This design comes from an exercise in tuning for small area on the open sky130 flow, not from production work.
Function was checked by simulation only, so behaviour that the tests miss may differ from the original.
Power is estimated from default activity; no workload was simulated.

==> inputs of delta <==
// eave_curve
module eave_curve (
    input  wire         clk,
    input  wire         rst,         
    input  wire         tick,        
    input  wire [15:0]  i_ma,        
    input  wire         open_sw,     
    input  wire [1:0]   cool,        
    input  wire [255:0] mult,        
    input  wire [15:0]  iref,        
    input  wire [3:0]   acc_sel,     
    output reg          valid,       
    output reg          trip,
    output reg  [3:0]   point,
    output reg  [15:0]  over,        
    output reg  [28:0]  acc_rd       
);
clock: 20.0 ns
lec_check: 0
abc_area: 1
cap_margin: 20
core_margin: 2
core_utilization: 40
slew_margin: 20
standard.sh (not shown) runs the stock make flow with config.mk's settings and CLKGATE_MAP_FILE= SYNTH_SCRIPT=/design/flow/synth_recipe.tcl, a recipe that flattens the netlist after the stock synthesis.
==> flow/flow/run.sh <==
#!/bin/bash
# The standard layout (standard.sh), except:
#  - synthesis is flow/synth.tcl: the standard synthesis with an area-recovering
#    ABC script (flow/abc.script) for the logic; registers are mapped as usual;
#  - the port buffers are plain buf_1 cells;
#  - the clock tree uses clkbuf_4 leaves and a clkbuf_8 root, no dummy loads.
# make's output goes to flow.log; ORFS keeps each step's log under orfs/logs/.
set -euo pipefail
here=$(pwd)
sed "s#SYNTH_SCRIPT=[^ ]*#SYNTH_SCRIPT=$here/flow/synth.tcl#" standard.sh > own_standard.sh
grep -q "SYNTH_SCRIPT=$here/flow/synth.tcl" own_standard.sh
bash own_standard.sh 'BUFFER_PORTS_ARGS=-buffer_cell sky130_fd_sc_hd__buf_1' \
  'CTS_ARGS=-sink_clustering_enable -repair_clock_nets -buf_list sky130_fd_sc_hd__clkbuf_4 -root_buf sky130_fd_sc_hd__clkbuf_8 -sink_clustering_size 8 -sink_clustering_max_diameter 50 -dont_use_dummy_load' \
  finish > flow.log 2>&1
==> flow/flow/abc.script <==
strash
dch
map -a
strash
dch
map -a
topo
dnsize -c
==> flow/flow/synth.tcl <==
# The standard synthesis (synth_recipe.tcl), except that ABC maps the logic
# with abc.script beside this file. Registers are mapped before ABC runs, by
# the standard steps, so they come out as in the standard synthesis.
set my_abc_script [file join [file dirname [file normalize [info script]]] abc.script]
proc synth {args} { yosys synth -nofsm -noshare {*}$args }
proc abc {args} {
  set i [lsearch -exact $args -script]
  if { $i >= 0 } { lset args [expr { $i + 1 }] $::my_abc_script }
  yosys abc {*}$args
}
source $::env(SCRIPTS_DIR)/synth.tcl
# left out here: clear keep_hierarchy, flatten, clean up, hide names made inside functions, write 1_2_yosys.v
==> nickel: changes against delta <==
--- a/flow/design.v
+++ b/flow/design.v
@@ -61,24 +61,23 @@
         end
     endfunction
     function [16:0] dstep;           
         input [15:0] r;
         input        n;
-        input [15:0] nd;
+        input [15:0] d;
         reg   [16:0] t;
-        reg   [15:0] s;
-        reg          c;
+        reg   [16:0] s;
+        reg          bw;
         integer      i;
         begin
-            t = {r, n};
-            c = 1'b1;
-            for (i = 0; i < 16; i = i + 1) begin
-                s[i] = t[i] ^ nd[i] ^ c;
-                c    = (t[i] & nd[i]) | (t[i] & c) | (nd[i] & c);
+            t  = {r, n};
+            bw = 1'b0;
+            for (i = 0; i < 17; i = i + 1) begin
+                s[i] = t[i] ^ (i < 16 ? d[i] : 1'b0) ^ bw;
+                bw   = (~t[i] & (i < 16 ? d[i] : 1'b0)) | (~t[i] & bw) | ((i < 16 ? d[i] : 1'b0) & bw);
             end
-            c = c | t[16];
-            dstep = c ? {1'b1, s} : {1'b0, t[15:0]};
+            dstep = bw ? {1'b0, t[15:0]} : {1'b1, s[15:0]};
         end
     endfunction
     function ltc;
         input [15:0] a;
         input [15:0] b;
@@ -123,13 +122,12 @@
     reg  [15:0] rem;         
     reg  [15:0] quo;         
     reg         ovf;         
     reg         inz;         
     reg         rnz;         
-    wire [15:0] niref = ~iref;
-    wire [16:0] s1 = dstep(rem, quo[15], niref);
-    wire [16:0] s2 = dstep(s1[15:0], quo[14], niref);
+    wire [16:0] s1 = dstep(rem, quo[15], iref);
+    wire [16:0] s2 = dstep(s1[15:0], quo[14], iref);
     always @(posedge clk) begin
         if (tick) begin
             rem <= {4'd0, i_ma[15:4]};
             quo <= {i_ma[3:0], 12'd0};
             ovf <= ~ltc({4'd0, i_ma[15:4]}, iref, 1'b0);
==> flow/flow/run.sh (replaced) <==
#!/bin/bash
# The standard layout, with plain buf_1 cells as the port buffers and a
# clock tree of smaller buffers without dummy loads.
set -euo pipefail
bash standard.sh 'BUFFER_PORTS_ARGS=-buffer_cell sky130_fd_sc_hd__buf_1' \
  'CTS_ARGS=-sink_clustering_enable -repair_clock_nets -buf_list sky130_fd_sc_hd__clkbuf_4 -root_buf sky130_fd_sc_hd__clkbuf_8 -sink_clustering_size 8 -sink_clustering_max_diameter 50 -dont_use_dummy_load' \
  finish > flow.log 2>&1
removed: flow/flow/abc.script
removed: flow/flow/synth.tcl
==> results.txt <==
status finished clean; total design power 1.65 mW; M1 WL 21.0 mm; Tcrit/Tclk final 0.928; crit path DAT 18.84 ns; final HPWL from detailed placement 36.5 mm
(the above is from delta)
==> results.txt <==
M1 WL 25.0 mm; clock power share 0.231; total design power 1.73 mW; Max Transition Viols Final 0; status finished clean; final HPWL from detailed placement 41.8 mm; crit path DAT 18.72 ns
(the above is from nickel)


==> build 27: inputs <==
eave_curve, a different RTL version from the one above (not shown whole).
Settings: LEC_CHECK=0, ABC_AREA=1, CAP_MARGIN=20, CORE_MARGIN=2, CORE_UTILIZATION=40, GPL_TIMING_DRIVEN=0, SLEW_MARGIN=20; clock period 20.0 ns.
==> flow/flow/run.sh <==
#!/bin/bash
# The standard layout (standard.sh), except:
#  - synthesis is flow/synth.tcl: the standard synthesis without full-adder
#    extraction and with an area-recovering ABC script (flow/abc.script) for
#    the logic; registers are mapped as usual;
#  - the port buffers are plain buf_1 cells;
#  - the clock tree uses clkbuf_4 leaves and a clkbuf_8 root, no dummy loads.
# make's output goes to flow.log; ORFS keeps each step's log under orfs/logs/.
set -euo pipefail
here=$(pwd)
sed "s#SYNTH_SCRIPT=[^ ]*#SYNTH_SCRIPT=$here/flow/synth.tcl#" standard.sh > own_standard.sh
grep -q "SYNTH_SCRIPT=$here/flow/synth.tcl" own_standard.sh
bash own_standard.sh 'BUFFER_PORTS_ARGS=-buffer_cell sky130_fd_sc_hd__buf_1' \
  'CTS_ARGS=-sink_clustering_enable -repair_clock_nets -buf_list sky130_fd_sc_hd__clkbuf_4 -root_buf sky130_fd_sc_hd__clkbuf_8 -sink_clustering_size 8 -sink_clustering_max_diameter 50 -dont_use_dummy_load' \
  finish > flow.log 2>&1
==> flow/flow/abc.script <==
strash
dch
map -a
strash
dch
map -a
topo
dnsize -c
==> flow/flow/synth.tcl <==
# The standard synthesis (synth_recipe.tcl), except that ABC maps the logic
# with abc.script beside this file. Registers are mapped before ABC runs, by
# the standard steps, so they come out as in the standard synthesis.
set my_abc_script [file join [file dirname [file normalize [info script]]] abc.script]
# No full-adder extraction: ABC maps the adders with the rest of the logic.
set ::env(ADDER_MAP_FILE) ""
proc synth {args} { yosys synth -nofsm -noshare {*}$args }
proc abc {args} {
  set i [lsearch -exact $args -script]
  if { $i >= 0 } { lset args [expr { $i + 1 }] $::my_abc_script }
  yosys abc {*}$args
}
source $::env(SCRIPTS_DIR)/synth.tcl
# left out here: clear keep_hierarchy, flatten, clean up, hide names made inside functions, write 1_2_yosys.v
==> inputs of build 59, as changes to build 27 <==
--- a/flow/flow/run.sh
+++ b/flow/flow/run.sh
@@ -1,8 +1,7 @@
 #!/bin/bash
 # The standard layout (standard.sh), except:
-#  - synthesis is flow/synth.tcl: the standard synthesis without full-adder
-#    extraction and with an area-recovering ABC script (flow/abc.script) for
-#    the logic; registers are mapped as usual;
+#  - synthesis is flow/synth.tcl: the standard synthesis with an area-recovering
+#    ABC script (flow/abc.script) for the logic; registers are mapped as usual;
 #  - the port buffers are plain buf_1 cells;
 #  - the clock tree uses clkbuf_4 leaves and a clkbuf_8 root, no dummy loads.
 # make's output goes to flow.log; ORFS keeps each step's log under orfs/logs/.
--- a/flow/flow/synth.tcl
+++ b/flow/flow/synth.tcl
@@ -2,8 +2,6 @@
 # with abc.script beside this file. Registers are mapped before ABC runs, by
 # the standard steps, so they come out as in the standard synthesis.
 set my_abc_script [file join [file dirname [file normalize [info script]]] abc.script]
-# No full-adder extraction: ABC maps the adders with the rest of the logic.
-set ::env(ADDER_MAP_FILE) ""
 proc synth {args} { yosys synth -nofsm -noshare {*}$args }
 proc abc {args} {
   set i [lsearch -exact $args -script]
--- a/flow/config.mk
+++ b/flow/config.mk
@@ -9,5 +9,4 @@
 export CAP_MARGIN = 20
 export CORE_MARGIN = 2
 export CORE_UTILIZATION = 40
-export GPL_TIMING_DRIVEN = 0
 export SLEW_MARGIN = 20
==> notes <==
- Of build 59 and build 27, build 27 has the higher clock power (gap about 2%, measured against build 27).
- Between build 27 and build 59, the lower synthesized cell count is in build 59 (gap about 7%, measured against build 59).
- Of build 59 and build 27, build 27 has the higher maximum frequency (gap about 30%, measured against build 27).
- Against build 27, the combinational power of build 59 is smaller by 18%.


==> inputs of run M <==
Starting RTL as in the previous note.
## eave_curve
module eave_curve (
    input  wire         clk,
    input  wire         rst,         
    input  wire         tick,        
    input  wire [15:0]  i_ma,        
    input  wire         open_sw,     
    input  wire [1:0]   cool,        
    input  wire [255:0] mult,        
    input  wire [15:0]  iref,        
    input  wire [3:0]   acc_sel,     
    output reg          valid,       
    output reg          trip,
    output reg  [3:0]   point,
    output reg  [15:0]  over,        
    output reg  [28:0]  acc_rd       
);
    function [28:0] tmax;
        input [3:0] k;
        begin
            case (k)
                4'd0:  tmax = 29'd10       * 29'd32;
                4'd1:  tmax = 29'd25       * 29'd32;
                4'd2:  tmax = 29'd63       * 29'd32;
                4'd3:  tmax = 29'd158      * 29'd32;
                4'd4:  tmax = 29'd398      * 29'd32;
                4'd5:  tmax = 29'd1000     * 29'd32;
                4'd6:  tmax = 29'd2512     * 29'd32;
                4'd7:  tmax = 29'd6310     * 29'd32;
                4'd8:  tmax = 29'd15849    * 29'd32;
                4'd9:  tmax = 29'd39811    * 29'd32;
                4'd10: tmax = 29'd100000   * 29'd32;
  ...
clock: 20.0 ns
lec_check: 0
abc_area: 1
cap_margin: 20
core_margin: 2
core_utilization: 60
slew_margin: 20
==> flow/flow/run.sh <==
#!/bin/bash
# The standard layout (standard.sh), except:
#  - synthesis is flow/synth.tcl: the standard synthesis without full-adder
#    extraction and with an area-recovering ABC script (flow/abc.script) for
#    the logic; registers are mapped as usual;
#  - the port buffers are plain buf_1 cells;
#  - the clock tree uses clkbuf_4 leaves and a clkbuf_8 root, no dummy loads.
# make's output goes to flow.log; ORFS keeps each step's log under orfs/logs/.
set -euo pipefail
here=$(pwd)
sed "s#SYNTH_SCRIPT=[^ ]*#SYNTH_SCRIPT=$here/flow/synth.tcl#" standard.sh > own_standard.sh
grep -q "SYNTH_SCRIPT=$here/flow/synth.tcl" own_standard.sh
bash own_standard.sh 'BUFFER_PORTS_ARGS=-buffer_cell sky130_fd_sc_hd__buf_1' \
  'CTS_ARGS=-sink_clustering_enable -repair_clock_nets -buf_list sky130_fd_sc_hd__clkbuf_4 -root_buf sky130_fd_sc_hd__clkbuf_8 -sink_clustering_size 8 -sink_clustering_max_diameter 50 -dont_use_dummy_load' \
  finish > flow.log 2>&1
==> flow/flow/synth.tcl <==
# The standard synthesis (synth_recipe.tcl), except that ABC maps the logic
# with abc.script beside this file. Registers are mapped before ABC runs, by
# the standard steps, so they come out as in the standard synthesis.
set my_abc_script [file join [file dirname [file normalize [info script]]] abc.script]
# No full-adder extraction: ABC maps the adders with the rest of the logic.
set ::env(ADDER_MAP_FILE) ""
proc synth {args} { yosys synth -nofsm -noshare {*}$args }
proc abc {args} {
  set i [lsearch -exact $args -script]
  if { $i >= 0 } { lset args [expr { $i + 1 }] $::my_abc_script }
  yosys abc {*}$args
}
source $::env(SCRIPTS_DIR)/synth.tcl
# left out here: clear keep_hierarchy, flatten, clean up, hide names made inside functions, write 1_2_yosys.v
Scripts as last shown in full above: flow/flow/abc.script
==> run A: changes against run M <==
--- a/flow/flow/run.sh
+++ b/flow/flow/run.sh
@@ -11,5 +11,5 @@
 sed "s#SYNTH_SCRIPT=[^ ]*#SYNTH_SCRIPT=$here/flow/synth.tcl#" standard.sh > own_standard.sh
 grep -q "SYNTH_SCRIPT=$here/flow/synth.tcl" own_standard.sh
 bash own_standard.sh 'BUFFER_PORTS_ARGS=-buffer_cell sky130_fd_sc_hd__buf_1' \
-  'CTS_ARGS=-sink_clustering_enable -repair_clock_nets -buf_list sky130_fd_sc_hd__clkbuf_4 -root_buf sky130_fd_sc_hd__clkbuf_8 -sink_clustering_size 8 -sink_clustering_max_diameter 50 -dont_use_dummy_load' \
+  'CTS_ARGS=-sink_clustering_enable -repair_clock_nets -buf_list sky130_fd_sc_hd__clkbuf_4 -root_buf sky130_fd_sc_hd__clkbuf_8 -sink_clustering_size 10 -sink_clustering_max_diameter 60 -dont_use_dummy_load' \
   finish > flow.log 2>&1
--- a/flow/config.mk
+++ b/flow/config.mk
@@ -8,5 +8,5 @@
 export ABC_AREA = 1
 export CAP_MARGIN = 20
 export CORE_MARGIN = 2
-export CORE_UTILIZATION = 60
+export CORE_UTILIZATION = 40
 export SLEW_MARGIN = 20
==> results.txt <==
metric	run A	run M
Post-Route Skew	0.0820 ns	0.0802 ns
Routed WL	51300 um	52600 um
Hold EP	r8_0[13]	r9_0[8]
Global placement routability congestion	1.02	1.06
Chip width	193 um	159 um
Largest fanout of any net on the critical path	25	27
Arrival time worst endpoint	12.15 ns	12.31 ns
Status	complete, no violations	complete, no violations
Vert. Die Dim	193 um	159 um
Leakage power	6.07 nW	6.13 nW
Slowest cell on the critical path	sky130_fd_sc_hd__nand2_1	sky130_fd_sc_hd__clkinv_1
Global-route usage over all layers	26.5%	40.2%
Area enclosed by the die boundary	37300 um^2	25100 um^2
Crit path required time	20.31 ns	20.27 ns
Routed length on met1	23300 um	19800 um

re-timing with driven ports:
How much do the figures lean on ideal ports? The routed layouts below were timed once more, with nothing changed but the port constraints.
Step 1 assumes that a clkbuf_16 drives the clock port and a buf_2 every other input.
Step 2 moves the port delays by t, midway between the first and last clock arrival at a register: inputs arrive t later, outputs are due t later. That takes back most of the time a late clock gives input paths.
Slacks: no drivers / after step 1 / after step 2; pairs: no drivers / after step 1.
run | t, ns | setup WS [ns] | worst setup path at the end | worst register clock-pin slew, ns | worst data-port slew with drivers (ns)
delta | 0.594 | 1.442 / 1.461 / 0.867 | input to register | 0.09 / 0.09 | 0.15
nickel | 0.624 | 1.638 / 1.655 / 1.031 | input to register | 0.11 / 0.11 | 0.14
build 27 | 0.589 | 7.280 / 7.280 / 7.045 | input to register | 0.10 / 0.10 | 0.15
build 59 | 0.591 | 1.437 / 1.462 / 0.871 | input to register | 0.10 / 0.10 | 0.12
run M | 0.587 | 7.960 / 7.979 / 7.392 | input to register | 0.11 / 0.11 | 0.14
run A | 0.594 | 8.163 / 8.182 / 7.588 | input to register | 0.12 / 0.12 | 0.13
After both steps setup and hold are still met in every run listed. The setup slack of nickel, which loses most, moves by +0.017 ns with the drivers and by -0.607 ns with both steps.
